This design comes from an exercise in tuning for small area and a short achievable clock period on the open sky130 flow, not from production work. Where RTL was checked, it was by simulation tests only, not by an equivalence proof against the original.

Design ck_crc_bank, start of the top module:
module ck_crc_bank (
    input  wire        clk,
    input  wire        rst_n,      
    input  wire        req,        
    input  wire        we,         
    input  wire [7:0]  addr,       
    input  wire [31:0] wdata,
    input  wire [3:0]  wstrb,      
    output wire        rvalid,     
    output wire [31:0] rdata
);
    reg [2:0]  cfg_poly [0:7];
    reg        cfg_finv [0:7];
    reg        cfg_refl [0:7];
    reg [31:0] val      [0:7];
    reg        s_rst;                  
    reg        s_rd;                   
    reg        s_rv, s_rc;             
    reg        s_inv0, s_inv1, s_inv2;  
    reg        s_wcfg, s_wval;         
    reg        s_f32, s_f16, s_f8, s_seed;
    reg [7:0]  s_u;                    
    reg [31:0] s_w;                    
    reg [31:0] s_cv;                   
    reg [2:0]  s_cp;                   
    reg        s_cf, s_cr;
    reg        s_n32, s_n16, s_n8;
    reg        s_r16, s_r32;
    reg        s_w8, s_w16;
    reg        s_fany;
    wire [2:0] unit = addr[7:5];
    wire [2:0] rsel = addr[4:2];
    wire wr = req && we && (wstrb == 4'hF);
    wire rd = req && !we;
    integer k;
    wire        any_w = s_wcfg | s_wval | s_f32 | s_f16 | s_f8;
    wire [31:0] nval;                  
    wire [31:0] vbus = nval | {32{s_rst}};
    wire [4:0]  cbus = s_rst ? 5'b000_11 : s_w[4:0];
    wire [7:0]  dec   = 8'b1 << unit;
    wire [7:0]  vstal = (s_u & {8{any_w}}) | {8{s_rst}};
    wire [7:0]  cstal = (s_u & {8{s_wcfg}}) | {8{s_rst}};
    reg  [31:0] a_v;
    reg  [2:0]  a_p;
    reg         a_f, a_r;
    always @* begin
        a_v = (|(dec & vstal)) ? vbus : 32'h0;
        a_p = (|(dec & cstal)) ? cbus[4:2] : 3'b0;
        a_f = (|(dec & cstal)) && cbus[1];
        a_r = (|(dec & cstal)) && cbus[0];
        for (k = 0; k < 8; k = k + 1) begin
            if (dec[k] && !vstal[k])
                a_v = a_v | val[k];
            if (dec[k] && !cstal[k]) begin
                a_p = a_p | cfg_poly[k];
                a_f = a_f | cfg_finv[k];
                a_r = a_r | cfg_refl[k];
            end
        end
    end
    wire a_w8  = a_p[2];
    wire a_w16 = a_p[1] & a_p[0];
  ...
Size: ~2600 cells after synthesis, about 390 flip-flops.
==> flow/config.mk <==
export PLATFORM = sky130hd
export DESIGN_NAME = ck_crc_bank
export DESIGN_NICKNAME = ck_crc_bank
export VERILOG_FILES = /design/flow/design.v
export SDC_FILE = /design/flow/constraint.sdc
export NUM_CORES = 4
export LEC_CHECK = 0
export CAP_MARGIN = 20
export CORE_MARGIN = 2
export CORE_UTILIZATION = 40
export CTS_BUF_LIST = sky130_fd_sc_hd__clkbuf_8
export CTS_CLUSTER_SIZE = 25
export SLEW_MARGIN = 20
==> flow/constraint.sdc <==
create_clock -name core_clock -period 30.0 [get_ports {clk}]
set_input_delay 6.0000 -clock core_clock [delete_from_list [all_inputs] [get_ports {clk}]]
set_output_delay 6.0000 -clock core_clock [all_outputs]
set_load 0.01 [all_outputs]
standard.sh (not shown) runs the stock make flow with config.mk's settings and CLKGATE_MAP_FILE= SYNTH_SCRIPT=/design/flow/synth_recipe.tcl, a recipe that flattens the netlist after the stock synthesis.
==> flow/flow/run.sh <==
#!/bin/bash
# Layout: the standard flow (standard synthesis included), run with the
# extra ORFS make variables listed in flow/make_args.txt: a setup margin for
# the resizer so that it sizes the netlist for a shorter achieved period, and
# the port buffer cell. Clock, constraints and scripts are unchanged.
set -euo pipefail
mapfile -t ARGS < <(grep -v '^#' flow/make_args.txt | grep -v '^$')
bash standard.sh "${ARGS[@]}" finish > flow_make.log 2>&1
==> flow/flow/make_args.txt <==
SETUP_SLACK_MARGIN=22.4
MATCH_CELL_FOOTPRINT=0
BUFFER_PORTS_ARGS=-buffer_cell sky130_fd_sc_hd__buf_2
Change:
==> flow/flow/make_args.txt (replaced) <==
SETUP_SLACK_MARGIN=22.7
MATCH_CELL_FOOTPRINT=0
BUFFER_PORTS_ARGS=-buffer_cell sky130_fd_sc_hd__buf_2
Effect: The new run ran to the end with no violations. Worst setup slack gets better by 0.061 ns. Die area does not change. Hold slack improved by 0.0080 ns. Final cell count is higher slightly. Register-to-register slack gains 0.07 ns. Routed wire length went up by a few percent. Flip-flop and latch count is unchanged. Via count went up slightly. Design area is higher slightly.
Change:
==> flow/flow/make_args.txt (replaced) <==
SETUP_SLACK_MARGIN=22.55
MATCH_CELL_FOOTPRINT=0
BUFFER_PORTS_ARGS=-buffer_cell sky130_fd_sc_hd__buf_2
=> Worst setup slack loses 0.082 ns; maximum frequency shrinks by 1.1%; cell area shrinks by 0.61%; global-route usage shrinks by 0.19 points; synthesized cell count does not change; routed wire length shrinks by 1.2%; core utilization shrinks by 0.28 points.
Change:
==> flow/flow/make_args.txt (replaced) <==
SETUP_SLACK_MARGIN=22.4
MATCH_CELL_FOOTPRINT=0
BUFFER_PORTS_ARGS=-buffer_cell sky130_fd_sc_hd__buf_2
- CTS_CLUSTER_SIZE: 25 -> 35
Via count decreases by 0.65%.
Cell area decreases by about 0.7%.
Routed wire length decreases by about 1.3%.
Global-route usage decreases by 0.52 points.
First-iteration DRC count increases by 0.31%.
Count of clock-buffer cells in the layout increases by 3.
Fmax barely changes.

build 84:
ck_crc_bank, a different RTL version from the one above (not shown whole).
Size: ~390 flip-flops, roughly 81 I/O pins.
export LEC_CHECK = 0
export CAP_MARGIN = 20
export CORE_MARGIN = 2
export CORE_UTILIZATION = 40
export CTS_BUF_LIST = sky130_fd_sc_hd__clkbuf_8
export CTS_CLUSTER_SIZE = 25
export SLEW_MARGIN = 20
create_clock -name core_clock -period 30.0 [get_ports {clk}]
==> flow/flow/make_args.txt <==
SETUP_SLACK_MARGIN=22.8
MATCH_CELL_FOOTPRINT=0
BUFFER_PORTS_ARGS=-buffer_cell sky130_fd_sc_hd__buf_2
Scripts as last shown in full above: flow/flow/run.sh
--- input diff build 84..build 81 ---
==> flow/flow/make_args.txt <==
SETUP_SLACK_MARGIN=22
MATCH_CELL_FOOTPRINT=0
BUFFER_PORTS_ARGS=-buffer_cell sky130_fd_sc_hd__buf_2
==> summary.txt <==
- Build 81: full flow OK, the timing, DRC and antenna checks passed
- Build 84: no failed stages, no open violations at the end
- Between build 84 and build 81, the worst-margin pin slew is lower for build 81.
- [compare] base=build 84 new=build 81: via-per-instance ratio went up, global-route track usage on met3 went down, sequential share of layout area went up.
- Relative to build 84, the final worst-path cycle share of build 81 is higher by 0.88 points.
Here is what was changed in the inputs of build 58 compared with build 81.
==> flow/flow/make_args.txt <==
SETUP_SLACK_MARGIN=22.4
MATCH_CELL_FOOTPRINT=0
BUFFER_PORTS_ARGS=-buffer_cell sky130_fd_sc_hd__buf_2
Notes after the runs:
Against build 81, number of DRC markers in iteration 0 in build 58 rose by a few percent.
Diff build 58..build 81 | count of hold-fix buffers inserted at cts | unchanged
Re synthesized area: no difference whatsoever between build 81 and build 58.
Taking build 81 as the reference, in build 58 first-pass iteration count of the detailed router fell 2, cell area reported after detailed placement saw little to no change, first-pass GRT wire length went up 2800 um, largest net degree at the start of global routing -about 6%.
Total congestion overflow came out exactly the same in build 58 and build 81.
On met3 layer usage reported by global route: between build 58 and build 81, it ends up lower for build 58.
Portion of the clock cycle consumed by the worst path in the final layout | build 58 below build 81
#### Input delta (build 33 over build 58)
- CTS_CLUSTER_SIZE now 20, was 25
- CTS_BUF_LIST now sky130_fd_sc_hd__clkbuf_4, was sky130_fd_sc_hd__clkbuf_8
==> flow/flow/make_args.txt <==
SETUP_SLACK_MARGIN=22
MATCH_CELL_FOOTPRINT=0
BUFFER_PORTS_ARGS=-buffer_cell sky130_fd_sc_hd__buf_2
==> summary.txt <==
As of build 33, via count had risen slightly compared to build 58. Final net count (higher): build 33. On synthesis-to-finish area growth, build 33 tracks build 58 almost exactly. met2 usage in global routing ended up 0.41 points lower on build 33 than on build 58. Detailed-route wire length per cell ended up about 4% lower on build 33 than on build 58. In build 33 relative to build 58, wire length had gone down by a few percent. In the flow results for build 33 and build 58, the part of the cycle the worst path needs is smaller on build 58.

build 66:
ck_crc_bank, a different RTL version from the one above (not shown whole).
Size: about 380 flip-flops, ~81 I/O pins, roughly 27000 sq um of cells after synthesis.
export LEC_CHECK = 0
export CAP_MARGIN = 20
export CORE_MARGIN = 2
export CORE_UTILIZATION = 25
export SETUP_SLACK_MARGIN = 3
export SLEW_MARGIN = 20
create_clock -name core_clock -period 30.0 [get_ports {clk}]
run.sh (not shown) runs the stock make flow with config.mk's settings and CLKGATE_MAP_FILE= SYNTH_SCRIPT=/design/flow/synth_recipe.tcl, a recipe that flattens the netlist after the stock synthesis.
Stock flow here: none of the scripts above is used.
Both conditions hold for build 66: the flow ran to the end and the final layout passed the timing, DRC and antenna checks.
### build 66 -> build 95
- CORE_UTILIZATION: 25 -> 40
- SETUP_SLACK_MARGIN: 3 -> unset
==> flow/flow/run.sh (new file) <==
#!/bin/bash
# Layout: the standard flow (standard synthesis included), with the
# resizer asked for extra setup margin so that it sizes the netlist for a
# shorter achieved period. Clock, constraints and scripts are unchanged.
set -euo pipefail
MARGIN=$(cat flow/margin.txt)
bash standard.sh SETUP_SLACK_MARGIN=$MARGIN finish > flow_make.log 2>&1
==> flow/flow/margin.txt (new file) <==
23
==> flow/standard.sh (new file) <==
#!/bin/bash
# synth_recipe.tcl (not shown) runs the flow's synth.tcl, then flattens the netlist and writes it again
# the make line also repeats each setting of config.mk as NAME=value (left out here)
make -C /OpenROAD-flow-scripts/flow DESIGN_CONFIG=/design/flow/config.mk WORK_HOME=/design/flow/orfs CLKGATE_MAP_FILE= SYNTH_SCRIPT=/design/flow/synth_recipe.tcl "${@:-finish}"
removed: flow/run.sh
==> comparison <==
Delta (build 95 minus build 66): combined flip-flop and latch cell area went up by about 0.9%, fraction of area in clock buffers and inverters -0.58 points, vias after detailed routing +1306, post-route cell area higher.
The end point of the critical path comes out s_cv[0]$_DFF_P_ in one run and rdata[28] in the other, namely in build 66 and build 95 respectively.
Slowest cell on the critical path: sky130_fd_sc_hd__dfxtp_4 -> build 95, sky130_fd_sc_hd__and2_1 -> build 66
Diff build 66..build 95 | synthesized net count | unchanged
For build 75, these inputs were changed with respect to build 95:
==> flow/flow/margin.txt <==
22
==> summary.txt <==
- Build 75 against build 95: placed wire-length estimate after detailed placement rose 1.1%; buffer share of cell area saw a decrease; area of the mapped netlist ~0 delta.
No run of this note included a check of the RTL's function; only the layout flow was run.

==> separate check: timing with driven ports <==
No port has a modelled driver above. Below, the same layouts with a new extraction and two added sets of constraints. Step 1, drivers: a clkbuf_16 drives clk and a buf_2 each remaining input, both assumed. Step 2 adds t to the input delays and takes it off the output delays; t is the mean of the earliest and latest rising clock arrival at the registers after step 1. Input paths then give back, and output paths get back, about the clock's delay inside the block. Slacks: ideal / step 1 / step 2; pairs: ideal / step 1.
| run | t (ns) | setup slack, ns | hold slack, ns | worst setup path after step 2 | slew at the worst register clock pin (ns) |
|---|---|---|---|---|---|
| the first run of note 1 | 0.662 | 22.343 / 22.291 / 21.804 | 0.483 / 0.483 / 0.483 | input to register | 0.09 / 0.09 |
| the second run of note 1 | 0.646 | 22.404 / 22.357 / 22.154 | 0.491 / 0.491 / 0.491 | input to register | 0.07 / 0.07 |
| the third run of note 1 | 0.658 | 22.322 / 22.272 / 21.963 | 0.484 / 0.484 / 0.484 | input to register | 0.10 / 0.10 |
| the fourth run of note 1 | 0.662 | 22.343 / 22.291 / 21.804 | 0.483 / 0.483 / 0.483 | input to register | 0.09 / 0.09 |
| build 84 | 0.679 | 22.382 / 22.333 / 22.009 | 0.483 / 0.483 / 0.483 | input to register | 0.07 / 0.07 |
| build 81 | 0.687 | 22.117 / 22.068 / 21.459 | 0.475 / 0.475 / 0.475 | input to register | 0.07 / 0.07 |
| build 58 | 0.653 | 22.365 / 22.313 / 21.806 | 0.480 / 0.480 / 0.480 | input to register | 0.08 / 0.08 |
| build 33 | 0.875 | 22.028 / 21.982 / 21.358 | 0.447 / 0.447 / 0.447 | input to register | 0.08 / 0.08 |
| build 66 | 0.597 | 21.261 / 21.296 / 20.704 | 0.538 / 0.538 / 0.538 | input to register | 0.06 / 0.06 |
| build 95 | 0.589 | 22.517 / 22.461 / 22.013 | 0.543 / 0.543 / 0.543 | input to register | 0.07 / 0.07 |
| build 75 | 0.573 | 21.992 / 21.941 / 21.592 | 0.524 / 0.524 / 0.524 | input to register | 0.07 / 0.07 |
After both steps every run listed still meets setup and hold. The setup slack of build 33, which loses most, moves by -0.046 ns with the drivers and by -0.670 ns with both steps.
